Context: an optimization exercise on an open-source flow, tuned for small area, a short achievable clock period and few clock cycles per item. The choices shown serve that exercise and are no tape-out recipe.
Only simulation tests tie the RTL to the original design; equivalence was not proved.
Power is estimated from default activity; no workload was simulated.

### design/flow/design.v
module alf_line_coder (
    input  wire        clk,
    input  wire        rst,           
    input  wire [7:0]  fmt,           
    input  wire        in_valid,
    output wire        in_ready,
    input  wire [15:0] in_sample,
    input  wire        in_last,       
    output reg         out_valid,
    input  wire        out_ready,
    output reg  [31:0] out_data,
    output reg         out_last,      
    output wire [23:0] out_nbits      
);
    reg  [1:0]  f_bsel;
    reg  [2:0]  f_d;
    always @(*) begin
        case (fmt)
            8'h01:               begin f_bsel = 2'd0; f_d = 3'd1; end
            8'h02, 8'h03, 8'h04: begin f_bsel = 2'd2; f_d = 3'd1; end
            8'h10:               begin f_bsel = 2'd0; f_d = 3'd2; end
            8'h11, 8'h12:        begin f_bsel = 2'd2; f_d = 3'd2; end
            8'h20:               begin f_bsel = 2'd0; f_d = 3'd3; end
            8'h21, 8'h31:        begin f_bsel = 2'd1; f_d = 3'd3; end
            8'h30:               begin f_bsel = 2'd1; f_d = 3'd0; end
            default:             begin f_bsel = 2'd0; f_d = 3'd1; end
        endcase
    end
    reg         line_first;           
    reg         rdy_o;                
    reg         sk_v;
    reg  [15:0] sk_s;
    reg         sk_last, sk_first;
    reg  [1:0]  sk_bsel;
    reg  [2:0]  sk_d;
    reg         x_v;
    reg  [15:0] x_s;
    reg         x_last, x_first;
    reg  [1:0]  x_bsel;
    reg  [2:0]  x_d;
    assign in_ready = rdy_o;
    wire in_fire = in_valid && !sk_v;
    wire x_take;                      
    wire xu;                          
    wire sk_v_n = sk_v ? !x_take : (in_fire && !x_take);
    reg  [1:0]  l_bsel;               
    reg  [2:0]  l_d;
    reg  [15:0] hist1, hist2;
    reg  [9:0]  hist3, hist4;
    reg  [2:0]  nseen;                
    reg  [1:0]  phase;                
    wire [1:0]  e_bsel = x_first ? x_bsel : l_bsel;
    wire [2:0]  e_d    = x_first ? x_d    : l_d;
    wire [2:0]  e_seen = x_first ? 3'd0   : nseen;
    wire [1:0]  e_ph   = x_first ? 2'd0   : phase;
    reg  [3:0]  psel;
    wire        n_first = sk_v ? sk_first : line_first;    
    wire [2:0]  n_d     = xu ? e_d : l_d;
    wire [2:0]  n_seen  = xu ? ((e_seen == 3'd4) ? 3'd4 : e_seen + 3'd1) : nseen;
    wire [1:0]  n_ph    = xu ? e_ph + 2'd1 : phase;
    wire [2:0]  n_pd    = (n_d == 3'd0) ? (n_ph[0] ? 3'd2 : 3'd4) : n_d;
    reg  [3:0]  psel_n;
    always @(*) begin
        psel_n = 4'd0;
        if (!n_first && n_seen >= n_pd)
            case (n_pd)
                3'd1:    psel_n = 4'b0001;
                3'd2:    psel_n = 4'b0010;
                3'd3:    psel_n = 4'b0100;
                default: psel_n = 4'b1000;
            endcase
    end
    wire [15:0] pred = ({16{psel[0]}} & hist1) | ({16{psel[1]}} & hist2)
                     | ({16{psel[2]}} & {6'd0, hist3}) | ({16{psel[3]}} & {6'd0, hist4});
    wire [15:0] diff = x_s - pred;
    reg  [15:0] u_new;
    always @(*) begin
        case (e_bsel)
            2'd0:    u_new = {8'd0, diff[6:0] ^ {7{diff[7]}}, diff[7]};
            2'd1:    u_new = {6'd0, diff[8:0] ^ {9{diff[9]}}, diff[9]};
            default: u_new = {diff[14:0] ^ {15{diff[15]}}, diff[15]};
        endcase
    end
    reg  [5:0]  esc_len;              
    always @(*) begin
        case (e_bsel)
            2'd0:    esc_len = 6'd24;
            2'd1:    esc_len = 6'd26;
            default: esc_len = 6'd32;
        endcase
    end
    integer k;
    reg  [5:0]  term [0:14];
    reg  [15:0] qk;
    always @(*) begin
        for (k = 0; k < 15; k = k + 1) begin
            qk = u_new >> k;
            if (qk < 16'd16)
                term[k] = qk[5:0] + 6'd1 + k[5:0];
            else
                term[k] = esc_len;
        end
    end
    reg  [10:0] cost [0:14];
    reg  [4:0]  bidx;                 
    reg         blk_nz;
    reg         dec_pend;             
    reg  [5:0]  dec_m;                
    reg         dec_last;
    reg  [1:0]  dec_bsel;
    reg  [9:0]  thr;                  
    always @(*) begin
        case (dec_bsel)
            2'd0:    thr = {1'b0, dec_m, 3'd0};
            2'd1:    thr = {1'b0, dec_m, 3'd0} + {3'd0, dec_m, 1'b0};
            default: thr = {dec_m, 4'd0};
        endcase
    end
    reg  [10:0] cand [0:15];
    reg  [15:0] alive;
    reg         any0;
    reg  [3:0]  win;
    integer j, jb2;
    always @(*) begin
        for (j = 0; j < 15; j = j + 1)
            cand[j] = (j >= 12) ? {1'b0, cost[j][9:0]} : cost[j];
        cand[15] = {1'b0, thr};
        alive = 16'hFFFF;
        for (jb2 = 10; jb2 >= 0; jb2 = jb2 - 1) begin
            any0 = 1'b0;
            for (j = 0; j < 16; j = j + 1)
                any0 = any0 | (alive[j] & ~cand[j][jb2]);
            for (j = 0; j < 16; j = j + 1)
                alive[j] = alive[j] & (~cand[j][jb2] | ~any0);
        end
        win = 4'd15;
        for (j = 14; j >= 0; j = j - 1)
            if (alive[j])
                win = j[3:0];
    end
    wire [4:0]  dec_code0 = !blk_nz ? 5'd31 : (win == 4'd15) ? 5'd30 : {1'b0, win};
    reg         d_v;                  
    reg  [4:0]  d_code;
    reg  [5:0]  d_m;
    reg         d_last;
    reg  [1:0]  d_bsel;
    wire [4:0]  d_m1     = d_m[4:0] - 5'd1;
    wire [4:0]  dec_code = d_code;
    reg         cq0_v, cq1_v;
    reg  [4:0]  cq0_code, cq1_code;
    reg  [4:0]  cq0_m, cq1_m;         
    reg         cq0_last, cq1_last;
    reg  [1:0]  cq0_bsel, cq1_bsel;
    wire dec_fire = d_v && !(cq0_v && cq1_v);         
    wire d_cap    = dec_pend && (!d_v || dec_fire);    
    reg  [15:0] rg [0:33];            
    reg  [5:0]  ph;                   
    reg  [5:0]  rd, wr;               
    reg  [5:0]  n;                    
    reg  [4:0]  eidx;                 
    wire [15:0] hu = rg[33];
    wire        hv = (n != 6'd0) && (ph == rd);
    wire [5:0]  ph_n = (ph == 6'd33) ? 6'd0 : ph + 6'd1;
    wire [5:0]  rd_n = (rd == 6'd33) ? 6'd0 : rd + 6'd1;
    wire [4:0]  hc = cq0_code;
    reg  [4:0]  bw;                   
    always @(*) begin
        case (cq0_bsel)
            2'd0:    bw = 5'd8;
            2'd1:    bw = 5'd10;
            default: bw = 5'd16;
        endcase
    end
    wire [15:0] hq = hu >> hc[3:0];
    wire        hesc = (hq >= 16'd16);
    wire [4:0]  kq = {1'b0, hc[3:0]} + {1'b0, hq[3:0]};    
    reg  [31:0] cw_v;
    reg  [5:0]  cw_w;
    integer jb;
    always @(*) begin
        if (hc == 5'd31) begin
            cw_v = 32'd0;
            cw_w = 6'd0;
        end else if (hc == 5'd30) begin
            cw_v = {16'd0, hu};
            cw_w = {1'b0, bw};
        end else if (!hesc) begin
            for (jb = 0; jb < 32; jb = jb + 1)
                cw_v[jb] = ((jb > hc[3:0]) && (jb <= kq)) || ((jb < hc[3:0]) && hu[jb % 16]);
            cw_w = {1'b0, kq} + 6'd1;
        end else begin
            cw_v = (32'hFFFF << bw) | {16'd0, hu};
            cw_w = 6'd16 + {1'b0, bw};
        end
    end
    wire        hdr = (eidx == 5'd0);
    wire        blk_end  = (eidx == cq0_m);
    wire        line_end = cq0_last && ((hc == 5'd31) ? hdr : blk_end);
    wire [36:0] put_v = hdr ? (({32'd0, hc} << cw_w) | {5'd0, cw_v}) : {5'd0, cw_v};
    wire [6:0]  put_w = {1'b0, cw_w} + (hdr ? 7'd5 : 7'd0);
    reg  [73:0] acc;                  
    reg  [6:0]  cnt;                  
    reg  [1:0]  lw;                   
    reg  [15:0] wcnt;
    reg  [4:0]  lbm;
    reg  [4:0]  lb1;                  
    reg         plast;            
    wire [15:0] wbase = plast ? 16'd0 : wcnt;       
    wire        oload;                                
    reg         osk_v;                
    reg  [31:0] osk_data;
    reg         osk_last;
    wire        pk_out = (cnt >= 7'd32) && !osk_v;
    wire [6:0]  cnt_o  = pk_out ? cnt - 7'd32 : cnt;
    wire [73:0] acc_o  = pk_out ? {acc[41:0], 32'd0} : acc;
    wire [1:0]  lw_o   = pk_out ? {1'b0, lw[1]} : lw;
    wire [7:0]  t      = {1'b0, cnt_o} + {1'b0, put_w};
    wire        lw_busy = (lw != 2'd0) || (osk_v && osk_last);
    wire        pk_ok  = (cnt_o <= 7'd37) && !(line_end && ((cnt_o > 7'd32) || lw_busy));
    wire [73:0] placed = {37'd0, put_v} << (7'd74 - t[6:0]);
    assign out_nbits = {3'd0, wcnt, lbm};
    assign oload = (!out_valid || out_ready) && (osk_v || pk_out);
    wire        emit    = hv && cq0_v && pk_ok;
    wire [5:0]  n_after = n - {5'd0, emit};
    wire        n0      = (n == 6'd0);
    wire        n1      = (n == 6'd1);
    wire        n34     = (n == 6'd34);
    wire        n_empty = n0 || (n1 && emit);
    assign      xu      = x_v && (n0 || ((ph == wr) && !n34) || (emit && (n1 || n34)))
                          && (!dec_pend || d_cap);
    wire        write   = xu;
    assign x_take = !x_v || xu;
    wire blk_pop  = emit && blk_end;
    integer i, b2;
    reg [10:0] cbase, cterm, csum; reg cc;
    always @(posedge clk) begin
        if (oload) begin
            out_data <= osk_v ? osk_data : acc[73:42];
            out_last <= osk_v ? osk_last : lw[0];
            if (osk_v ? osk_last : lw[0]) begin
                wcnt <= wbase + {15'd0, (lb1 == 5'd31)};
                lbm  <= lb1 + 5'd1;
            end else
                wcnt <= wbase + 16'd1;
        end
        if (in_fire && !x_take) begin
            sk_s     <= in_sample;
            sk_last  <= in_last;
            sk_first <= line_first;
            sk_bsel  <= f_bsel;
            sk_d     <= f_d;
        end
        if (x_take && (sk_v || in_fire)) begin
            x_s     <= sk_v ? sk_s     : in_sample;
            x_last  <= sk_v ? sk_last  : in_last;
            x_first <= sk_v ? sk_first : line_first;
            x_bsel  <= sk_v ? sk_bsel  : f_bsel;
            x_d     <= sk_v ? sk_d     : f_d;
            psel    <= psel_n;
        end
        if (xu) begin
            if (x_first) begin
                l_bsel <= x_bsel;
                l_d    <= x_d;
            end
            hist1 <= x_s;
            hist2 <= hist1;
            hist3 <= hist2[9:0];
            hist4 <= hist3;
            nseen <= (e_seen == 3'd4) ? 3'd4 : e_seen + 3'd1;
            phase <= e_ph + 2'd1;
            blk_nz <= ((bidx == 5'd0) ? 1'b0 : blk_nz) | (u_new != 16'd0);
            if (bidx == 5'd31 || x_last) begin
                dec_m    <= {1'b0, bidx} + 6'd1;
                dec_last <= x_last;
                dec_bsel <= e_bsel;
            end
        end
        for (i = 0; i < 15; i = i + 1) begin
            cbase = (xu && bidx == 5'd0) ? 11'd0 : cost[i];
            cterm = xu ? {5'd0, term[i]} : 11'd0;
            cc = 1'b0;
            for (b2 = 0; b2 < 11; b2 = b2 + 1) begin
                csum[b2] = cbase[b2] ^ cterm[b2] ^ cc;
                cc = (cbase[b2] & cterm[b2]) | (cc & (cbase[b2] ^ cterm[b2]));
            end
            cost[i] <= csum;
        end
        if (d_cap) begin
            d_code <= dec_code0;
            d_m    <= dec_m;
            d_last <= dec_last;
            d_bsel <= dec_bsel;
        end
        rg[0] <= write ? u_new : rg[33];
        for (i = 1; i < 34; i = i + 1)
            rg[i] <= rg[i-1];
        if (dec_fire) begin
            if (blk_pop ? cq1_v : cq0_v) begin
                cq1_code <= dec_code;
                cq1_m    <= d_m1;
                cq1_last <= d_last;
                cq1_bsel <= d_bsel;
            end
        end
        if (blk_pop && cq1_v) begin
            cq0_code <= cq1_code;
            cq0_m    <= cq1_m;
            cq0_last <= cq1_last;
            cq0_bsel <= cq1_bsel;
        end else if (dec_fire && (blk_pop || !cq0_v)) begin
            cq0_code <= dec_code;
            cq0_m    <= d_m1;
            cq0_last <= d_last;
            cq0_bsel <= d_bsel;
        end
        if (rst) begin
            line_first <= 1'b1;
            rdy_o      <= 1'b1;
            sk_v       <= 1'b0;
            x_v        <= 1'b0;
            bidx       <= 5'd0;
            dec_pend   <= 1'b0;
            d_v        <= 1'b0;
            ph         <= 6'd0;
            rd         <= 6'd0;
            wr         <= 6'd0;
            n          <= 6'd0;
            cq0_v      <= 1'b0;
            cq1_v      <= 1'b0;
            eidx       <= 5'd0;
            acc        <= 74'd0;
            cnt        <= 7'd0;
            lw         <= 2'd0;
            plast      <= 1'b1;
            osk_v      <= 1'b0;
            out_valid  <= 1'b0;
        end else begin
            if (in_fire)
                line_first <= in_last;
            sk_v <= sk_v_n;
            rdy_o <= !sk_v_n;
            x_v  <= x_take ? (sk_v || in_fire) : x_v;
            if (xu)
                bidx <= (bidx == 5'd31 || x_last) ? 5'd0 : bidx + 5'd1;
            if (xu && (bidx == 5'd31 || x_last))
                dec_pend <= 1'b1;
            else if (d_cap)
                dec_pend <= 1'b0;
            if (d_cap)
                d_v <= 1'b1;
            else if (dec_fire)
                d_v <= 1'b0;
            ph <= ph_n;
            if (write && n_empty)
                rd <= ph;
            else if (emit)
                rd <= rd_n;
            if (write)
                wr <= ph_n;
            n <= n_after + {5'd0, write};
            if (blk_pop) begin
                cq0_v <= cq1_v || dec_fire;
                cq1_v <= cq1_v && dec_fire;
            end else if (dec_fire) begin
                cq0_v <= 1'b1;
                cq1_v <= cq0_v;
            end
            if (emit) begin
                acc  <= acc_o | placed;
                cnt  <= line_end ? ((t <= 8'd32) ? 7'd32 : 7'd64) : t[6:0];
                lw   <= line_end ? ((t <= 8'd32) ? 2'b01 : 2'b10) : lw_o;
                if (line_end)
                    lb1 <= t[4:0] - 5'd1;
                eidx <= blk_end ? 5'd0 : eidx + 5'd1;
            end else begin
                acc <= acc_o;
                cnt <= cnt_o;
                lw  <= lw_o;
            end
            if (!out_valid || out_ready) begin
                if (osk_v || pk_out) begin
                    out_valid <= 1'b1;
                    plast     <= osk_v ? osk_last : lw[0];
                    osk_v <= 1'b0;
                end else
                    out_valid <= 1'b0;
            end else if (pk_out) begin
                osk_v    <= 1'b1;
                osk_data <= acc[73:42];
                osk_last <= lw[0];
            end
        end
    end
endmodule
### design/flow/run.sh
#!/bin/bash
# synth_recipe.tcl (not shown) runs the flow's synth.tcl, then flattens the netlist and writes it again
# the make line also repeats each setting of config.mk as NAME=value (left out here)
make -C /OpenROAD-flow-scripts/flow DESIGN_CONFIG=/design/flow/config.mk WORK_HOME=/design/flow/orfs CLKGATE_MAP_FILE= SYNTH_SCRIPT=/design/flow/synth_recipe.tcl finish
### design/flow/config.mk
export PLATFORM = sky130hd
export DESIGN_NAME = alf_line_coder
export DESIGN_NICKNAME = alf_line_coder
export VERILOG_FILES = /design/flow/design.v
export SDC_FILE = /design/flow/constraint.sdc
export NUM_CORES = 4
export LEC_CHECK = 0
export ABC_AREA = 1
export CAP_MARGIN = 5
export CORE_MARGIN = 2
export CORE_UTILIZATION = 55
export CTS_BUF_LIST = sky130_fd_sc_hd__clkbuf_16
export CTS_CLUSTER_DIAMETER = 60
export CTS_CLUSTER_SIZE = 30
export PLACE_DENSITY = 0.75
export SLEW_MARGIN = 5
### design/flow/constraint.sdc
create_clock -name core_clock -period 50.0 [get_ports {clk}]
set_input_delay 10.0000 -clock core_clock [delete_from_list [all_inputs] [get_ports {clk}]]
set_output_delay 10.0000 -clock core_clock [all_outputs]
set_load 0.01 [all_outputs]
==> results of run 1 <==
[where the power goes]
part	total, mW	switching, mW	internal [mW]
logic	1.42	0.980	0.443
registers	1.32	0.126	1.20
clock network	0.621	0.339	0.282
[placed cells by master (no fill, tap or decap), drive strengths merged, types with 37 or more instances in the layout]
cell	count
nor2	352
inv	825
nand3b	37
nand3	198
a21oi	183
ha	172
buf	40
nor3	45
o21ai	486
clkbuf	69
clkdlybuf4s50	83
xor2	59
edfxtp	243
fa	79
nand2	1221
dfxtp	841
[synthesized netlist by cell type (all sizes together), types with 2 or more instances]
cell type | count | share of area
a21oi | 183 | 0.020
nand3b | 37 | 0.0061
edfxtp | 243 | 0.16
nor2 | 352 | 0.031
a211oi | 8 | 0.0013
a22o | 19 | 0.0037
inv | 796 | 0.066
nor3 | 45 | 0.0050
xor2 | 59 | 0.011
o41ai | 3 | 0.00058
o211ai | 29 | 0.0048
o21a | 3 | 0.00050
buf | 35 | 0.0044
o21bai | 3 | 0.00050
o31ai | 6 | 0.0010
a211o | 2 | 0.00039
nand3 | 198 | 0.022
nor4 | 14 | 0.0021
a221oi | 16 | 0.0031
a31oi | 23 | 0.0032
or2 | 26 | 0.0036
a21o | 3 | 0.00050
o22ai | 15 | 0.0021
a41oi | 8 | 0.0015
mux2i | 23 | 0.0051
o311ai | 2 | 0.00039
nand2 | 1221 | 0.10
dfxtp | 841 | 0.37
nand4 | 20 | 0.0034
xnor2 | 36 | 0.0070
o21ai | 486 | 0.054
ha | 172 | 0.048
clkbuf | 122 | 0.010
o221ai | 5 | 0.00097
clkinv | 9 | 0.00075
o2111ai | 7 | 0.0014
fa | 79 | 0.035
a22oi | 6 | 0.0010
[routing by layer]
| layer | share of wire | up-vias | GRT usage |
|---|---|---|---|
| met5 | 0 | - | 0 |
| met4 | 0.042 | 0 | 0.104 |
| met3 | 0.050 | 254 | 0.0297 |
| met2 | 0.48 | 904 | 0.423 |
| met1 | 0.43 | 15200 | 0.308 |
| li1 | - | 16600 | - |
[layout make-up]
class                   instances  share of cell area
clock buffers                  69              0.0348
repair buffers                123              0.0228
flip-flops and latches       1084               0.487
well taps                    1070              0.0270
multi-input cells            3117               0.352
inverters                     805              0.0610
clock inverters                51              0.0152
[path summary, 6_finish.rpt]
path / to / cells after the start / slack (ps)
worst min register to register: rg[3][9] / 0 / 310
worst max-delay path: out_nbits[8] / 1 / 38340
worst min-delay path: rg[3][9] / 0 / 310
worst max register to register: d_code[2] / 63 / 39380
[sequential cells by signal, summed over array words and instances, names as in the netlist, 6 cells and up]
| register | flops |
|---|---|
| rg | 544 |
| cost | 162 |
| acc | 74 |
| osk_data | 32 |
| out_data | 32 |
| hist1 | 16 |
| hist2 | 16 |
| sk_s | 16 |
| wcnt | 16 |
| x_s | 16 |
| hist3 | 10 |
| hist4 | 10 |
| cnt | 7 |
| dec_m | 6 |
| n | 6 |
| ph | 6 |
| rd | 6 |
| wr | 6 |
[logic make-up after synthesis]
logic type               after synthesis  synth area share
XOR/XNOR                              95            0.0184
adder cells (fa/ha/maj)              251            0.0826
buffers and inverters                962            0.0815
AND/OR/NAND/NOR                     1916             0.176
multiplexers                          23           0.00509
AO/OA/AOI/OAI                        829             0.102
other                                  1         0.0000830
flip-flops                          1084             0.534
==> summary.txt, run 1 <==
synth-to-layout area growth 9.64%; area of the multi-input gates 17,500 um2; CTS tree built; max_cap viols 0; setup TNS 0 ps; Critical Path Max Stage Delay 570 ps; slew of the pin with the lowest slew margin between 1000 and 1500 ps; crit path from wcnt[3]; pwr/cell area 67.9 nW/um2; post-CTS setup buffers 0; final core utilization 0.607; CP bufs+invs 1; EDFF count, synth ~240; Core Area ~80,000 um2; drt pass-1 iters 7; min-delay src rg[2][9]; critical path cell sequence clkdlybuf4s50_1; P_leak between 20 and 25 nW; share of layout cells above drive strength 1 0.0472; Min-Delay Path Class register to register; Yosys cell types 60; final hold violations 0; worst hold slack ~310 ps; Synth Instances 5,161; 1st-iter DRT viols 2,591; Avg WL per Cell ~16 um; H-tree levels 3; final critical-path share of the clock period 0.233; fin cells ~6,300; Num CTS Buffers 67; ys flop type dfxtp_1; antenna cells 0; Finished Cell Area just under 50,000 um2; Mapped Area between 40,000 and 50,000 um2; Synth Register Bits between 1,000 and 1,500; Setup CP Type register to primary output; fin. max-slew vios 0; vias in the first global route between 30,000 and 40,000; Longest Clk Path Bufs 3; die area roughly 85,000 um2; global-route wire length before repair about 170,000 um; sequential area share after synthesis 0.534; post-DP HPWL about 77,000 um; critical path required time about 40,000 ps; DR vias/cell between 5 and 6; Starting Density 0.553; port bufs between 80 and 90; site row count around 110; DRC 0; gr ovfl total 0; largest net degree at the start of global routing 90; Sink Count between 1,000 and 1,500; worst r2r src dec_m[3]; RD Place Congestion between 0.9 and 1; via count around 33,000; CTS root buf clkbuf_16; Worst-Skew Late Latency 660 ps; Final WS setup ~38,000 ps; Post-CTS Resized 0; Design Power roughly 3.4 mW; Final ANT Viol Nets 0; crit end category primary output; yosys warns 5; Clock Pin Slew Worst Setup and Hold Paths 110 ps; Avg Inst Size Synth just under 9 um2; Ports slightly below 90; # nets final 5,478; Slew headroom 0.253; drt total wl between 100,000 and 150,000 um; Critical Path Start Type register; cts hold-fix bufs 0; Finish-stage setup viols 0; run status complete, no violations; Peak VDD IR between 0.03 and 0.04 mV; Die H between 200 and 300 um; Max Fanout on Critical Path 5; WP data arrival around 1700 ps; pre-CTS setup slack 37,810 ps; f_max ~0.086 GHz; RSZ-0062 raised after global routing false; chip width between 200 and 300 um; cell family with most CP delay buffers and inverters; Clock Skew about 42 ps; Tot GR Track Use 0.244; initial antenna violation count 0; slowest CP cell clkdlybuf4s50_1; DP Area about 47,000 um2; FF+latch area ~24,000 um2; Async S/R FF share, synth 0; placed instance count between 6,000 and 7,000; Final min period around 12,000 ps; filler instances approximately 7,000
Testbench counts, summed over its fixed seeds: cycles 108,120, samples 107,845.
==> run 2, diff against run 1 <==
--- a/design/flow/design.v
+++ b/design/flow/design.v
@@ -148,8 +148,9 @@
     wire [4:0]  dec_code = d_code;
-    reg         cq0_v, cq1_v;
-    reg  [4:0]  cq0_code, cq1_code;
-    reg  [4:0]  cq0_m, cq1_m;         
-    reg         cq0_last, cq1_last;
-    reg  [1:0]  cq0_bsel, cq1_bsel;
-    wire dec_fire = d_v && !(cq0_v && cq1_v);         
+    reg         cq0_v;
+    reg  [4:0]  cq0_code;
+    reg  [4:0]  cq0_m;                
+    reg         cq0_last;
+    reg  [1:0]  cq0_bsel;
+    wire blk_pop;
+    wire dec_fire = d_v && (!cq0_v || blk_pop);        
     wire d_cap    = dec_pend && (!d_v || dec_fire);    
@@ -232,3 +233,3 @@
     assign x_take = !x_v || xu;
-    wire blk_pop  = emit && blk_end;
+    assign blk_pop = emit && blk_end;
     integer i, b2;
@@ -298,15 +299,2 @@
         if (dec_fire) begin
-            if (blk_pop ? cq1_v : cq0_v) begin
-                cq1_code <= dec_code;
-                cq1_m    <= d_m1;
-                cq1_last <= d_last;
-                cq1_bsel <= d_bsel;
-            end
-        end
-        if (blk_pop && cq1_v) begin
-            cq0_code <= cq1_code;
-            cq0_m    <= cq1_m;
-            cq0_last <= cq1_last;
-            cq0_bsel <= cq1_bsel;
-        end else if (dec_fire && (blk_pop || !cq0_v)) begin
             cq0_code <= dec_code;
@@ -329,3 +317,2 @@
             cq0_v      <= 1'b0;
-            cq1_v      <= 1'b0;
             eidx       <= 5'd0;
@@ -361,9 +348,6 @@
             n <= n_after + {5'd0, write};
-            if (blk_pop) begin
-                cq0_v <= cq1_v || dec_fire;
-                cq1_v <= cq1_v && dec_fire;
-            end else if (dec_fire) begin
+            if (dec_fire)
                 cq0_v <= 1'b1;
-                cq1_v <= cq0_v;
-            end
+            else if (blk_pop)
+                cq0_v <= 1'b0;
             if (emit) begin
--- a/design/flow/config.mk
+++ b/design/flow/config.mk
@@ -8,3 +8,3 @@
 export ABC_AREA = 1
-export CAP_MARGIN = 5
+export CAP_MARGIN = 20
 export CORE_MARGIN = 2
@@ -14,3 +14,4 @@
 export CTS_CLUSTER_SIZE = 30
+export GPL_TIMING_DRIVEN = 0
 export PLACE_DENSITY = 0.75
-export SLEW_MARGIN = 5
+export SLEW_MARGIN = 20
==> summary.txt, run 2 <==
EDFF count, synth 230 (-5.3%); drt total wl 108,000 um (+5.2%); critical path required time 50,320 ps (+10,320 ps); final core utilization 0.616 (+0.00899); crit-path most repeated cell clkbuf_1; CTS root buf clkbuf_16; Min-Delay Path Class register to register; Critical Path Max Stage Delay 750 ps (+180 ps); Peak VDD IR 0.0453 mV (+14%); clock share of power 0.195 (+0.011); switching share of power 0.424 (-0.00488); Design Power 3.34 mW (-0.60%); cell family with most CP delay buffers and inverters; post-CTS setup buffers 0 (unchanged); Critical Path Start Type input pin; Slew headroom 0.237 (-0.0154); Num CTS Buffers 71 (+6.0%); DRC 0 (unchanged); crit path from rst; cts hold-fix bufs 0 (unchanged); via count 33,300 (+1.0%); final hold violations 0 (unchanged); Post-CTS Resized 0 (unchanged); WP data arrival 12,600 ps (+10,940 ps); worst hold slack 306 ps (-8.32 ps); final critical-path share of the clock period 0.246 (+0.0124); die area 83,100 um2 (-1.7%); global-route wire length before repair 170,000 um (+2.1%); Worst-Skew Late Latency 660 ps (about the same); Reg power frac 0.385 (-0.008); Yosys cell types 62 (+3.3%); most frequent cells in the layout nand2_1, dfxtp_1, inv_1, o21ai_0, nor2_1; 1st-iter DRT viols 2,635 (+1.7%); ys flop type dfxtp_1; cell with the most instances after synthesis nand2_1; switching pwr 1.42 mW (-1.7%); chip width 288 um (-0.85%); leading cell type in the layout, fill and taps excluded nand2_1; CP bufs+invs 4 (+3); slew of the pin with the lowest slew margin 1140 ps (+27.3 ps); Avg Inst Size Synth 8.77 um2 (about the same); initial antenna violation count 5 (+5); port bufs 84 (unchanged); Finish-stage setup viols 0 (unchanged); largest net degree at the start of global routing 56 (-38%); Int Pwr 1.92 mW (+0.25%); combinational share of power 0.419 (-0.004); max reg flops 544 (unchanged); post-DP HPWL 83,400 um (+8.1%); Clock Pin Slew Worst Setup and Hold Paths 90 ps (-20 ps); Sink Count 1,070 (-1.3%); # nets final 5,512 (+0.62%); pwr/cell area 67.7 nW/um2 (-0.31%); Ports 88 (unchanged); CTS tree built; Final ANT Viol Nets 0 (unchanged); top cells by area, synth dfxtp_1, edfxtp_1, nand2_1; DR vias/cell 5.23 (+0.48%); setup TNS 0 ps (unchanged); Tot GR Track Use 0.261 (+0.0167); drt pass-1 iters 6 (-1); Async S/R FF share, synth 0 (unchanged); Synth Instances 5,069 (-1.8%); yosys warns 5 (unchanged); run status complete, no violations; min-delay src rg[11][12]; Mapped Area 44,400 um2 (-1.7%); Most flops, register rg; Die H 288 um (-0.85%); vias in the first global route 31,700 (-0.65%); Longest Clk Path Bufs 3 (unchanged); critical path cell sequence clkdlybuf4s50_1 > clkbuf_1 > clkbuf_1 > buf_1 > nor2_1; Avg WL per Cell 17.0 um (+4.6%); top post-synthesis cells by count nand2_1, dfxtp_1, inv_1; synth-to-layout area growth 11.2%; H-tree levels 3 (unchanged); gr ovfl total 0 (unchanged); sequential area share after synthesis 0.534 (about the same); leading area contributor after synthesis dfxtp_1; Synth Register Bits 1,070 (-1.3%); Core Area 80,300 um2 (-1.7%); fin. max-slew vios 0 (unchanged); max_cap viols 0 (unchanged); RD Place Congestion 1.01 (+1.6%); Final min period 12,280 ps (+618 ps); Starting Density 0.553 (about the same); f_max 0.0815 GHz (-5.0%); slowest CP cell clkbuf_1; largest registers rg: 544 flops, cost: 162 flops, acc: 74 flops; Synth top area share 0.378 (+0.00605); worst r2r src cq0_code[1]; crit end category register; RSZ-0062 raised after global routing false; share of layout cells above drive strength 1 0.0446 (-0.00263); site row count 104 (-0.95%); P_leak 22.1 nW (-0.94%); Setup CP Type input pin to register; Clock Skew 33.6 ps (-8.30 ps); Max Fanout on Critical Path 10 (+5); FF-to-FF setup slack 39,580 ps (+200 ps)
[run 2: kinds of logic after synthesis]
family          count (synthesis)  share of synthesized area
compound gates                831                      0.104
xor+xnor                       93                     0.0183
fa+ha+maj                     251                     0.0840
buf+inv                       951                     0.0822
flops                        1070                      0.534
mux                            18                    0.00406
other cells                     1                  0.0000844
simple gates                 1854                      0.173
[run 2: final cells by class]
type	count	area [um2]
Timing Repair Buffer	88	931
Buffer	154	661
Inverter	797	2990
Fill cell	6817	30900
Sequential cell	1070	23700
Multi-Input combinational cell	3050	17100
Tap cell	1060	1330
Clock buffer	74	1850
Antenna cell	5	12.5
Clock inverter	56	827
[run 2: worst register-to-register path: cells and delay by family (launching register included)]
kind            cells  cell delay, ps
buf+inv            13            3590
fa+ha+maj          10            2840
simple gates        9            1970
compound gates      5            1370
flops               1             480
xor+xnor            1             110
[run 2: per-layer routing]
metal  vias to the layer above  track usage  wire length, um
met2                      1033        0.444            51500
met3                       209       0.0343             6670
met1                     15500        0.340            46300
li1                      16600            -                -
met4                         2       0.0974             3800
met5                         -            0               13
[run 2: worst paths after layout]
check / depth (start not counted) / endpoint
max: 5 / lb1[4]
max reg2reg: 38 / cost[0][10]
min reg2reg: 0 / rg[12][12]
min: 0 / rg[12][12]
[run 2: metrics by stage]
| step | instances | cell area, um2 | setup slack, ps |
|---|---|---|---|
| floorplan | 5071 | 44400 | 37970 |
| global placement | 6215 | 46600 | 36580 |
| detailed placement | 6219 | 46700 | 37090 |
| CTS | 6349 | 49400 | 37750 |
| global route | 6353 | 49400 | 37620 |
| finish | 6354 | 49400 | 37720 |
[run 2: power groups by stage]
| stage | Clock, mW | Sequential, mW | Combinational [mW] |
|---|---|---|---|
| 2_1_floorplan | 0 | 1.28 | 0.932 |
| 3_3_place_gp | 0 | 1.30 | 1.34 |
| 3_5_place_dp | 0 | 1.31 | 1.37 |
| 4_1_cts | 0.667 | 1.29 | 1.38 |
| 5_1_grt | 0.700 | 1.32 | 1.56 |
| 6_report | 0.653 | 1.29 | 1.40 |
Testbench counts of run 2, summed over its fixed seeds: cycles 108,120, samples 107,845.
==> run 3, diff against run 2 <==
--- a/design/flow/config.mk
+++ b/design/flow/config.mk
@@ -14,3 +14,2 @@
 export CTS_CLUSTER_SIZE = 30
-export GPL_TIMING_DRIVEN = 0
 export PLACE_DENSITY = 0.75
==> summary.txt, run 3 <==
Avg Inst Size Synth 8.77 um2 (unchanged); top cells by area, synth dfxtp_1, edfxtp_1, nand2_1; P_leak 21.9 nW (-1.2%); largest registers rg: 544 flops, cost: 162 flops, acc: 74 flops; Ports 88 (unchanged); initial antenna violation count 0 (-5); Adder-Cell Fraction of Synth Area 0.0840 (unchanged); WHS Path Cells 0 (unchanged); EDFF count, synth 230 (unchanged); FF+latch area 23,700 um2 (about the same); Starting Density 0.553 (unchanged); cell family with most CP delay buffers and inverters; vias in the first global route 30,600 (-3.6%); final hold violations 0 (unchanged); Final min period 11,680 ps (-594 ps); Tot GR Track Use 0.234 (-0.0266); fin cells 6,207 (-2.3%); max_cap viols 0 (unchanged); r2r endpoint d_code[1]; run status complete, no violations; Worst-Skew Late Latency 680 ps (+20 ps); Synth Area in Compound Gates 0.104 (unchanged); share of layout cells above drive strength 1 0.0466 (+0.00202); synth-to-layout area growth 9.30%; site row count 104 (unchanged); crit end category primary output; port bufs 84 (unchanged); sequential area share after synthesis 0.534 (unchanged); Min-Delay Path Class register to register; Clock Skew 33.5 ps (-0.0406 ps); CTS root buf clkbuf_16; Mapped Area 44,400 um2 (unchanged); area of the multi-input gates 17,100 um2 (about the same); Async S/R FF share, synth 0 (unchanged); Synth Area in XOR/XNOR 0.0183 (unchanged); Critical Path Max Stage Delay 570 ps (-180 ps); Die H 288 um (unchanged); slew of the pin with the lowest slew margin 1050 ps (-94.4 ps); most frequent cells in the layout nand2_1, dfxtp_1, inv_1, o21ai_0, nor2_1; critical path required time 40,000 ps (-10,320 ps); leading cell type in the layout, fill and taps excluded nand2_1; Yosys cell types 62 (unchanged); critical path cell sequence clkdlybuf4s50_1; Critical Path Start Type register; Num CTS Buffers 61 (-14%); main combinational cell family by area after synthesis simple AND/OR/NAND/NOR gates; via count 32,100 (-3.3%); H-tree levels 2 (-1); DR vias/cell 5.18 (-1.0%); Clock Pin Slew Worst Setup and Hold Paths 100 ps (about the same); Most flops, register rg; worst r2r src dec_m[3]; final critical-path share of the clock period 0.234 (-0.0119); Post-CTS Resized 0 (unchanged); top post-synthesis cells by count nand2_1, dfxtp_1, inv_1; Synth Instances 5,069 (unchanged); yosys warns 5 (unchanged); cell with the most instances after synthesis nand2_1; chip width 288 um (unchanged); Max Fanout on Critical Path 5 (-5); Longest Clk Path Bufs 3 (unchanged); RSZ-0062 raised after global routing false; slowest CP cell clkdlybuf4s50_1; gr ovfl total 0 (unchanged); fin. max-slew vios 0 (unchanged); leading area contributor after synthesis dfxtp_1; post-DP HPWL 72,200 um (-13%); mux contribution to synthesized area 0.00406 (unchanged); CP bufs+invs 1 (-3); Setup CP Type register to primary output; CTS tree built; placed instance count 6,096 (-2.0%); cts hold-fix bufs 0 (unchanged); Final ANT Viol Nets 0 (unchanged); ys flop type dfxtp_1; FF-to-FF setup slack 39,050 ps (-530 ps); Synth Register Bits 1,070 (unchanged); RD Place Congestion 0.981 (-3.1%); 1st-iter DRT viols 2,459 (-6.7%); pwr/cell area 66.5 nW/um2 (-1.7%); WP data arrival 1680 ps (-10,920 ps); worst reg-to-reg path cell count 67 (+76%); post-synthesis simple-gate area fraction 0.173 (unchanged); Worst path depth 1 (-4); Peak VDD IR 0.0532 mV (+17%); global-route wire length before repair 157,000 um (-7.2%); # nets final 5,380 (-2.4%); Synth top area share 0.378 (unchanged); CP Capture Point out_nbits[8]; die area 83,100 um2 (unchanged); filler instances 6,895 (+1.1%); largest net degree at the start of global routing 89 (+59%); Finish-stage setup viols 0 (unchanged); max reg flops 544 (unchanged); Sink Count 1,070 (unchanged); drt pass-1 iters 6 (unchanged); setup TNS 0 ps (unchanged); DRC 0 (unchanged); f_max 0.0856 GHz (+5.1%); Slew headroom 0.302 (+0.0647); drt total wl 97,800 um (-9.7%); post-CTS setup buffers 0 (unchanged); Core Area 80,300 um2 (unchanged); crit path from wcnt[3]; Avg WL per Cell 15.8 um (-7.6%)
-- run 3: cell counts after synthesis --
Identical to the previous run, type by type.
-- run 3: metal layers --
metal / up-vias / track usage / share of wire
met2: 900 / 0.391 / 0.47
met5: - / 0 / 0
li1: 16300 / - / -
met1: 14800 / 0.317 / 0.45
met3: 193 / 0.0274 / 0.054
met4: 0 / 0.0810 / 0.034
-- run 3: through the flow --
| stage | setup WS [ps] | area, um2 | power [mW] | utilization | hold slack, ps |
|---|---|---|---|---|---|
| 2_1_floorplan | 37970 | 44400 | 2.21 | - | 310 |
| 3_3_place_gp | 38030 | 46200 | 2.59 | 0.576 | 310 |
| 3_5_place_dp | 38000 | 46200 | 2.63 | 0.576 | 312 |
| 4_1_cts | 38290 | 48500 | 3.23 | 0.605 | 318 |
| 5_1_grt | 38120 | 48600 | 3.47 | 0.605 | 322 |
| 6_report | 38320 | 48600 | 3.23 | 0.605 | 311 |
-- run 3: where the power goes --
group          switching [mW]  leakage [nW]  total [mW]  internal [mW]
clock                   0.326          1.11       0.589          0.262
combinational           0.927          11.7        1.35          0.421
sequential              0.115          9.08        1.29           1.18
total                    1.37          21.9        3.23           1.86
-- run 3: worst register-to-register path: cells and delay by family (launching register included) --
kind            cells  cell delay [ps]
fa+ha+maj           1              410
flops               1              520
simple gates       58             8280
buf+inv             3              500
compound gates      5              960
-- run 3: worst min path at each step --
stage                     slack (ps)  startpoint         end
after detailed placement         310  rg[32][15]  rg[33][15]
final                            310  rg[19][14]  rg[20][14]
after CTS                        320    rg[7][6]    rg[8][6]
after global placement           310   rg[8][10]   rg[9][10]
after global routing             320    rg[7][6]    rg[8][6]
after floorplan                  310    rg[9][0]   rg[10][0]
-- run 3: layout make-up --
| type | instances | share of cell area |
|---|---|---|
| Antenna cell | 1 | 0.0000515 |
| Clock buffer | 63 | 0.0325 |
| Clock inverter | 46 | 0.0148 |
| Inverter | 797 | 0.0617 |
| Multi-Input combinational cell | 3050 | 0.352 |
| Sequential cell | 1070 | 0.488 |
| Tap cell | 1060 | 0.0273 |
| Timing Repair Buffer | 120 | 0.0231 |
-- run 3: cells by family (layout without fill, tap and decap cells) --
kind of cell / Yosys count / after routing
AOI/OAI and AO/OA: 831 / 831
xor gates and xnor gates: 93 / 93
adders and majority gates: 251 / 251
buffers and inverters: 951 / 1026
DFF: 1070 / 1070
muxes: 18 / 18
other: 1 / 4
and+or+nand+nor: 1854 / 1854
==> run 4, diff against run 3 <==
--- a/design/flow/design.v
+++ b/design/flow/design.v
@@ -14,16 +14,21 @@
 );
-    reg  [1:0]  f_bsel;
-    reg  [2:0]  f_d;
+    reg  [2:0]  f_cfg;
     always @(*) begin
         case (fmt)
-            8'h01:               begin f_bsel = 2'd0; f_d = 3'd1; end
-            8'h02, 8'h03, 8'h04: begin f_bsel = 2'd2; f_d = 3'd1; end
-            8'h10:               begin f_bsel = 2'd0; f_d = 3'd2; end
-            8'h11, 8'h12:        begin f_bsel = 2'd2; f_d = 3'd2; end
-            8'h20:               begin f_bsel = 2'd0; f_d = 3'd3; end
-            8'h21, 8'h31:        begin f_bsel = 2'd1; f_d = 3'd3; end
-            8'h30:               begin f_bsel = 2'd1; f_d = 3'd0; end
-            default:             begin f_bsel = 2'd0; f_d = 3'd1; end
+            8'h01:               f_cfg = 3'd0;
+            8'h02, 8'h03, 8'h04: f_cfg = 3'd1;
+            8'h10:               f_cfg = 3'd2;
+            8'h11, 8'h12:        f_cfg = 3'd3;
+            8'h20:               f_cfg = 3'd4;
+            8'h21, 8'h31:        f_cfg = 3'd5;
+            8'h30:               f_cfg = 3'd6;
+            default:             f_cfg = 3'd0;
         endcase
     end
+    function [1:0] cfg_bsel(input [2:0] c);
+        cfg_bsel = (c == 3'd1 || c == 3'd3) ? 2'd2 : (c == 3'd5 || c == 3'd6) ? 2'd1 : 2'd0;
+    endfunction
+    function [2:0] cfg_d(input [2:0] c);
+        cfg_d = (c == 3'd6) ? 3'd0 : {1'b0, c[2:1]} + 3'd1;
+    endfunction
     reg         line_first;           
@@ -33,4 +38,3 @@
     reg         sk_last, sk_first;
-    reg  [1:0]  sk_bsel;
-    reg  [2:0]  sk_d;
+    reg  [2:0]  sk_cfg;
     reg         x_v;
@@ -38,4 +42,3 @@
     reg         x_last, x_first;
-    reg  [1:0]  x_bsel;
-    reg  [2:0]  x_d;
+    reg  [2:0]  x_cfg;
     assign in_ready = rdy_o;
@@ -45,4 +48,3 @@
     wire sk_v_n = sk_v ? !x_take : (in_fire && !x_take);
-    reg  [1:0]  l_bsel;               
-    reg  [2:0]  l_d;
+    reg  [2:0]  l_cfg;                
     reg  [15:0] hist1, hist2;
@@ -51,4 +53,4 @@
     reg  [1:0]  phase;                
-    wire [1:0]  e_bsel = x_first ? x_bsel : l_bsel;
-    wire [2:0]  e_d    = x_first ? x_d    : l_d;
+    wire [2:0]  e_cfg  = x_first ? x_cfg : l_cfg;
+    wire [1:0]  e_bsel = cfg_bsel(e_cfg);
     wire [2:0]  e_seen = x_first ? 3'd0   : nseen;
@@ -57,3 +59,3 @@
     wire        n_first = sk_v ? sk_first : line_first;    
-    wire [2:0]  n_d     = xu ? e_d : l_d;
+    wire [2:0]  n_d     = cfg_d(xu ? e_cfg : l_cfg);
     wire [2:0]  n_seen  = xu ? ((e_seen == 3'd4) ? 3'd4 : e_seen + 3'd1) : nseen;
@@ -143,6 +145,5 @@
     reg  [4:0]  d_code;
-    reg  [5:0]  d_m;
+    reg  [4:0]  d_m1;                 
     reg         d_last;
     reg  [1:0]  d_bsel;
-    wire [4:0]  d_m1     = d_m[4:0] - 5'd1;
     wire [4:0]  dec_code = d_code;
@@ -157,4 +158,3 @@
     reg  [15:0] rg [0:33];            
-    reg  [5:0]  ph;                   
-    reg  [5:0]  rd, wr;               
+    reg  [5:0]  dr, dw;
     reg  [5:0]  n;                    
@@ -162,5 +162,5 @@
     wire [15:0] hu = rg[33];
-    wire        hv = (n != 6'd0) && (ph == rd);
-    wire [5:0]  ph_n = (ph == 6'd33) ? 6'd0 : ph + 6'd1;
-    wire [5:0]  rd_n = (rd == 6'd33) ? 6'd0 : rd + 6'd1;
+    wire        hv = (n != 6'd0) && (dr == 6'd0);
+    wire [5:0]  dr_n = (dr == 6'd0) ? 6'd33 : dr - 6'd1;
+    wire [5:0]  dw_n = (dw == 6'd0) ? 6'd33 : dw - 6'd1;
     wire [4:0]  hc = cq0_code;
@@ -229,3 +229,3 @@
     wire        n_empty = n0 || (n1 && emit);
-    assign      xu      = x_v && (n0 || ((ph == wr) && !n34) || (emit && (n1 || n34)))
+    assign      xu      = x_v && (n0 || ((dw == 6'd0) && !n34) || (emit && (n1 || n34)))
                           && (!dec_pend || d_cap);
@@ -250,4 +250,3 @@
             sk_first <= line_first;
-            sk_bsel  <= f_bsel;
-            sk_d     <= f_d;
+            sk_cfg   <= f_cfg;
         end
@@ -257,4 +256,3 @@
             x_first <= sk_v ? sk_first : line_first;
-            x_bsel  <= sk_v ? sk_bsel  : f_bsel;
-            x_d     <= sk_v ? sk_d     : f_d;
+            x_cfg   <= sk_v ? sk_cfg   : f_cfg;
             psel    <= psel_n;
@@ -263,4 +261,3 @@
             if (x_first) begin
-                l_bsel <= x_bsel;
-                l_d    <= x_d;
+                l_cfg  <= x_cfg;
             end
@@ -291,3 +288,3 @@
             d_code <= dec_code0;
-            d_m    <= dec_m;
+            d_m1   <= dec_m[4:0] - 5'd1;
             d_last <= dec_last;
@@ -312,5 +309,4 @@
             d_v        <= 1'b0;
-            ph         <= 6'd0;
-            rd         <= 6'd0;
-            wr         <= 6'd0;
+            dr         <= 6'd0;
+            dw         <= 6'd0;
             n          <= 6'd0;
@@ -340,9 +336,7 @@
                 d_v <= 1'b0;
-            ph <= ph_n;
             if (write && n_empty)
-                rd <= ph;
-            else if (emit)
-                rd <= rd_n;
-            if (write)
-                wr <= ph_n;
+                dr <= 6'd33;
+            else if (!emit)
+                dr <= dr_n;
+            dw <= write ? 6'd0 : dw_n;
             n <= n_after + {5'd0, write};
--- a/design/flow/config.mk
+++ b/design/flow/config.mk
@@ -11,5 +11,5 @@
 export CORE_UTILIZATION = 55
-export CTS_BUF_LIST = sky130_fd_sc_hd__clkbuf_16
-export CTS_CLUSTER_DIAMETER = 60
-export CTS_CLUSTER_SIZE = 30
+export CTS_BUF_LIST = sky130_fd_sc_hd__clkbuf_8
+export CTS_CLUSTER_DIAMETER = 50
+export CTS_CLUSTER_SIZE = 20
 export PLACE_DENSITY = 0.75
==> summary.txt, run 4 <==
run status complete, no violations; Mapped Area 44,200 um2 (-0.47%); Final ANT Viol Nets 0 (unchanged); Core Area 79,300 um2 (-1.3%); critical path required time 40,000 ps (about the same); WP data arrival 1790 ps (+110 ps); Synth top area share 0.378 (-0.000928); Avg Inst Size Synth 8.68 um2 (-0.94%); Yosys cell types 61 (-1.6%); fin. max-slew vios 0 (unchanged); slowest CP cell clkdlybuf4s50_1; share of layout cells above drive strength 1 0.0518 (+0.00513); Tot GR Track Use 0.248 (+0.0135); via count 32,800 (+2.2%); crit end category primary output; Design Power 3.22 mW (-0.48%); f_max 0.0848 GHz (-0.89%); pre-CTS setup slack 38,060 ps (+65.4 ps); final hold violations 0 (unchanged); final critical-path share of the clock period 0.236 (+0.00209); die area 82,700 um2 (-0.46%); top post-synthesis cells by count nand2_1, dfxtp_1, inv_1; chip width 288 um (-0.23%); DR vias/cell 5.24 (+1.2%); Finish-stage setup viols 0 (unchanged); max_cap viols 0 (unchanged); sequential area share after synthesis 0.531 (-0.00291); final core utilization 0.606 (+0.00139); largest registers rg: 544 flops, cost: 162 flops, acc: 74 flops; EDFF count, synth 226 (-1.7%); Sink Count 1,060 (-0.93%); Post-CTS Resized 0 (unchanged); post-DP HPWL 76,300 um (+5.8%); critical path cell sequence clkdlybuf4s50_1; Clock Pin Slew Worst Setup and Hold Paths 100 ps (about the same); setup TNS 0 ps (unchanged); # nets final 5,431 (+0.95%); Ports 88 (unchanged); Worst-Skew Late Latency 750 ps (+70 ps); P_leak 21.8 nW (-0.26%); Peak VDD IR 0.0356 mV (-33%); post-CTS setup buffers 0 (unchanged); cell with the most instances after synthesis nand2_1; Critical Path Max Stage Delay 600 ps (+30 ps); drt pass-1 iters 6 (unchanged); Setup CP Type register to primary output; worst hold slack 316 ps (+5.32 ps); CTS root buf clkbuf_8; port bufs 84 (unchanged); Final WS setup 38,210 ps (-105 ps); largest net degree at the start of global routing 98 (+10%); pwr/cell area 66.9 nW/um2 (+0.58%); leading cell type in the layout, fill and taps excluded nand2_1; cell family with most CP delay buffers and inverters; Most flops, register rg; synth-to-layout area growth 8.66%; slew of the pin with the lowest slew margin 1080 ps (+29.6 ps); Synth Instances 5,093 (+0.47%); 1st-iter DRT viols 2,536 (+3.1%); RSZ-0062 raised after global routing false; Starting Density 0.558 (+0.00455); H-tree levels 3 (+1); drt total wl 102,000 um (+4.6%); CTS tree built; Critical Path Start Type register; Final min period 11,790 ps (+105 ps); leading area contributor after synthesis dfxtp_1; global-route wire length before repair 164,000 um (+4.1%); CP bufs+invs 1 (unchanged); ys flop type dfxtp_1; initial antenna violation count 2 (+2); gr ovfl total 0 (unchanged); Clock Skew 57.8 ps (+24.3 ps); vias in the first global route 31,600 (+3.3%); Slew headroom 0.283 (-0.0189); Async S/R FF share, synth 0 (unchanged); Longest Clk Path Bufs 3 (unchanged); Synth Register Bits 1,060 (-0.93%); Die H 288 um (-0.23%); Max Fanout on Critical Path 1 (-4); Num CTS Buffers 89 (+46%); max reg flops 544 (unchanged); top cells by area, synth dfxtp_1, edfxtp_1, nand2_1; cts hold-fix bufs 0 (unchanged); site row count 103 (-0.96%); DRC 0 (unchanged); FF-to-FF setup slack 38,890 ps (-160 ps); yosys warns 5 (unchanged); most frequent cells in the layout nand2_1, dfxtp_1, inv_1, o21ai_0, nor2_1; RD Place Congestion 1.02 (+3.6%); Min-Delay Path Class register to register; Avg WL per Cell 16.3 um (+3.6%)
## run 4: report_power, final
part	internal [mW]	switching, mW	leakage (nW)
combinational	0.438	0.965	11.8
clock	0.208	0.318	1.03
sequential	1.16	0.121	8.98
total	1.81	1.40	21.8
## run 4: stage by stage
| stage | area, um2 | cells |
|---|---|---|
| 2_1_floorplan | 44200 | 5095 |
| 3_3_place_gp | 46000 | 6108 |
| 3_5_place_dp | 46000 | 6108 |
| 4_1_cts | 48000 | 6265 |
| 5_1_grt | 48100 | 6267 |
| 6_report | 48100 | 6267 |
## run 4: area by class of cell
type | count | area (um2)
tap | 1050 | 1310
multi-input combinational | 3069 | 17100
antenna | 1 | 2.50
timing repair buffer | 118 | 1110
inverter | 812 | 3050
clock inverter | 67 | 757
sequential | 1060 | 23500
clock buffer | 90 | 1240
fill | 6822 | 31200
## run 4: path summary, 6_finish.rpt
kind         depth (start not counted)         to  startpoint
max                                  1   in_ready       rdy_o
min                                  0  rg[18][9]   rg[17][9]
max reg2reg                         66  d_code[1]    dec_m[2]
min reg2reg                          0  rg[18][9]   rg[17][9]
## run 4: logic make-up (layout without fill, tap and decap cells)
logic type                 after synthesis  in the layout  synth area share
xor gates and xnor gates                82             82            0.0162
AOI/OAI and AO/OA                      812            812             0.102
adders and majority gates              252            252            0.0847
and+or+nand+nor                       1892           1892             0.176
other                                    1              4         0.0000848
muxes                                   28             28           0.00645
DFF                                   1060           1060             0.531
buffers and inverters                  966           1087            0.0837
## run 4: metal layers
| layer | vias up | wire length (um) | track usage |
|---|---|---|---|
| li1 | 16300 | - | - |
| met1 | 15200 | 42700 | 0.310 |
| met2 | 1067 | 48300 | 0.417 |
| met3 | 266 | 6160 | 0.0406 |
| met4 | 2 | 5160 | 0.118 |
| met5 | - | 15 | 0 |
Testbench counts of run 4, summed over its fixed seeds: cycles 108,120, samples 107,845.
==> run 5, diff against run 4 <==
--- a/design/flow/config.mk
+++ b/design/flow/config.mk
@@ -11,5 +11,5 @@
 export CORE_UTILIZATION = 55
-export CTS_BUF_LIST = sky130_fd_sc_hd__clkbuf_8
-export CTS_CLUSTER_DIAMETER = 50
-export CTS_CLUSTER_SIZE = 20
+export CTS_BUF_LIST = sky130_fd_sc_hd__clkbuf_16
+export CTS_CLUSTER_DIAMETER = 60
+export CTS_CLUSTER_SIZE = 30
 export PLACE_DENSITY = 0.75
==> summary.txt, run 5 <==
f_max 0.0856 GHz (+0.91%); busiest grt layer met2; Finished Cell Area 48,700 um2 (+1.3%); RD Place Congestion 1.02 (unchanged); Max Fanout on Critical Path 1 (unchanged); Num CTS Buffers 67 (-25%); Synth top area share 0.378 (unchanged); GR met1 Demand/Resource 0.315 (+0.00498); Clock Pin Slew Worst Setup and Hold Paths 100 ps (about the same); critical path cell sequence clkdlybuf4s50_1; Slew headroom 0.289 (+0.00639); final core utilization 0.614 (+0.00759); Core Area 79,300 um2 (unchanged); vias in the first global route 31,400 (-0.42%); Peak VDD IR 0.0410 mV (+15%); fin cells 6,231 (-0.57%); initial antenna violation count 1 (-1); setup TNS 0 ps (unchanged); Design Power 3.33 mW (+3.5%); max reg flops 544 (unchanged); fin. max-slew vios 0 (unchanged); largest registers rg: 544 flops, cost: 162 flops, acc: 74 flops; DP Area 46,000 um2 (unchanged); Avg Inst Size Synth 8.68 um2 (unchanged); crit end category primary output; Avg WL per Cell 16.5 um (+0.96%); area of the multi-input gates 17,100 um2 (unchanged); share of layout cells above drive strength 1 0.0465 (-0.00525); Die H 288 um (unchanged); Tot GR Track Use 0.248 (+0.000728); Async S/R FF share, synth 0 (unchanged); filler instances 6,737 (-1.2%); leading cell type in the layout, fill and taps excluded nand2_1; global routing usage on met3 0.0364 (-0.00428); met2 GRT Util 0.416 (-0.00180); 1st-iter DRT viols 2,748 (+8.4%); Post-CTS Resized 0 (unchanged); largest net degree at the start of global routing 98 (unchanged); WP data arrival 1680 ps (-110 ps); site row count 103 (unchanged); switching share of power 0.430 (-0.00686); global-route wire length before repair 164,000 um (+0.12%); cts hold-fix bufs 0 (unchanged); Sink Count 1,060 (unchanged); drt total wl 103,000 um (+0.38%); Finish-stage setup viols 0 (unchanged); P_leak 22.0 nW (+1.0%); WHS Path Cells 0 (unchanged); drt pass-1 iters 7 (+1); pre-CTS setup slack 38,060 ps (unchanged); CTS root buf clkbuf_16; slowest CP cell clkdlybuf4s50_1; CTS tree built; DRC 0 (unchanged); Longest Clk Path Bufs 3 (unchanged); Final ANT Viol Nets 0 (unchanged); Min-Delay Path Class register to register; critical path required time 40,000 ps (about the same); Reg power frac 0.386 (-0.014); sequential area share after synthesis 0.531 (unchanged); slew of the pin with the lowest slew margin 1070 ps (-9.58 ps); yosys warns 5 (unchanged); chip width 288 um (unchanged); Starting Density 0.558 (unchanged); pwr/cell area 68.4 nW/um2 (+2.2%); antenna cells 0 (-1); run status complete, no violations; combinational share of power 0.423 (-0.013); post-CTS setup buffers 0 (unchanged); DR vias/cell 5.27 (+0.60%); cell family with most CP delay buffers and inverters; Setup CP Type register to primary output; FF+latch area 23,500 um2 (unchanged); cell with the most instances after synthesis nand2_1; Worst path depth 1 (unchanged); clock share of power 0.191 (+0.027); Critical Path Start Type register; EDFF count, synth 226 (unchanged); top post-synthesis cells by count nand2_1, dfxtp_1, inv_1; gr ovfl total 0 (unchanged); port bufs 84 (unchanged); worst hold slack 308 ps (-7.81 ps); Synth Instances 5,093 (unchanged); Clock Skew 29.6 ps (-28.2 ps); RSZ-0062 raised after global routing false; Final WS setup 38,320 ps (+107 ps); switching pwr 1.43 mW (+1.9%); die area 82,700 um2 (unchanged); max_cap viols 0 (unchanged); Mapped Area 44,200 um2 (unchanged); Int Pwr 1.90 mW (+4.8%); post-DP HPWL 76,300 um (unchanged); synth-to-layout area growth 10.0%; top cells by area, synth dfxtp_1, edfxtp_1, nand2_1; # nets final 5,409 (-0.41%); Synth Register Bits 1,060 (unchanged); Ports 88 (unchanged); H-tree levels 3 (unchanged); final hold violations 0 (unchanged); Worst-Skew Late Latency 650 ps (-100 ps); leading area contributor after synthesis dfxtp_1; CP bufs+invs 1 (unchanged); Most flops, register rg; most frequent cells in the layout nand2_1, dfxtp_1, inv_1, o21ai_0, nor2_1; Critical Path Max Stage Delay 590 ps (about the same); placed instance count 6,108 (unchanged); Final min period 11,680 ps (-107 ps); final critical-path share of the clock period 0.234 (-0.00214); worst reg-to-reg path cell count 65 (-1.5%); via count 32,900 (+0.021%); Yosys cell types 61 (unchanged); ys flop type dfxtp_1
==> run 5: kinds of logic after synthesis <==
kind of cell,count (synthesis),share of synthesized area
AND/OR/NAND/NOR,1892,0.176
flip-flops,1060,0.531
buffers and inverters,966,0.0837
AO/OA/AOI/OAI,812,0.102
adder cells (fa/ha/maj),252,0.0847
XOR/XNOR,82,0.0162
multiplexers,28,0.00645
other,1,0.0000848
==> run 5: path summary, 6_finish.rpt <==
check / start / endpoint / slack [ps]
max: rdy_o / in_ready / 38320
min: rg[5][10] / rg[6][10] / 310
max reg2reg: dec_m[2] / d_code[0] / 38900
min reg2reg: rg[5][10] / rg[6][10] / 310
==> run 5: final cells by class <==
cell class	count	share of cell area
clock buffers	70	0.0360
clock inverters	52	0.0174
inverters	812	0.0627
multi-input cells	3069	0.351
flip-flops and latches	1060	0.483
well taps	1050	0.0270
repair buffers	118	0.0228
==> run 5: power by group through the flow <==
stage / registers [mW] / logic [mW] / clock network [mW]
2_1_floorplan: 1.26 / 0.985 / 0
5_1_grt: 1.31 / 1.58 / 0.678
6_report: 1.29 / 1.41 / 0.634
3_5_place_dp: 1.30 / 1.38 / 0
3_3_place_gp: 1.30 / 1.35 / 0
4_1_cts: 1.29 / 1.39 / 0.649
==> run 5: layer usage <==
metal / share of wire / wire length [um]
met2: 0.47 / 48300
met1: 0.42 / 43200
met5: 0 / 0
met3: 0.055 / 5630
met4: 0.053 / 5490

==> afterwards: timing with drivers on the ports <==
No port has a modelled driver above. Below, the same layouts with a new extraction and two added sets of constraints. Step 1: set_driving_cell puts a clkbuf_16 on clk and a buf_2 on each other input, an assumption about the parent block. Step 2 moves the port delays by t, midway between the first and last clock arrival at a register: inputs arrive t later, outputs are due t later. That takes back most of the time a late clock gives input paths. Three values: ideal ports, drivers, drivers and shift; two values: the first two.
run	shift t [ns]	slack for setup (ns)	worst setup path at the end	clock arrival spread, ns	slew at the worst register clock pin (ns)
run 1	0.708	38.341 / 38.275 / 37.855	input to register	0.045 / 0.045	0.11 / 0.11
run 2	0.708	37.723 / 37.765 / 37.057	input to register	0.034 / 0.035	0.10 / 0.10
run 3	0.732	38.317 / 38.249 / 38.127	input to register	0.042 / 0.042	0.11 / 0.11
run 4	0.784	38.213 / 38.149 / 38.045	input to register	0.058 / 0.058	0.12 / 0.12
run 5	0.703	38.320 / 38.253 / 38.022	input to register	0.030 / 0.030	0.11 / 0.11
After both steps setup and hold are still met in every run listed. The setup slack of run 2, which loses most, moves by +0.042 ns with the drivers and by -0.666 ns with both steps.
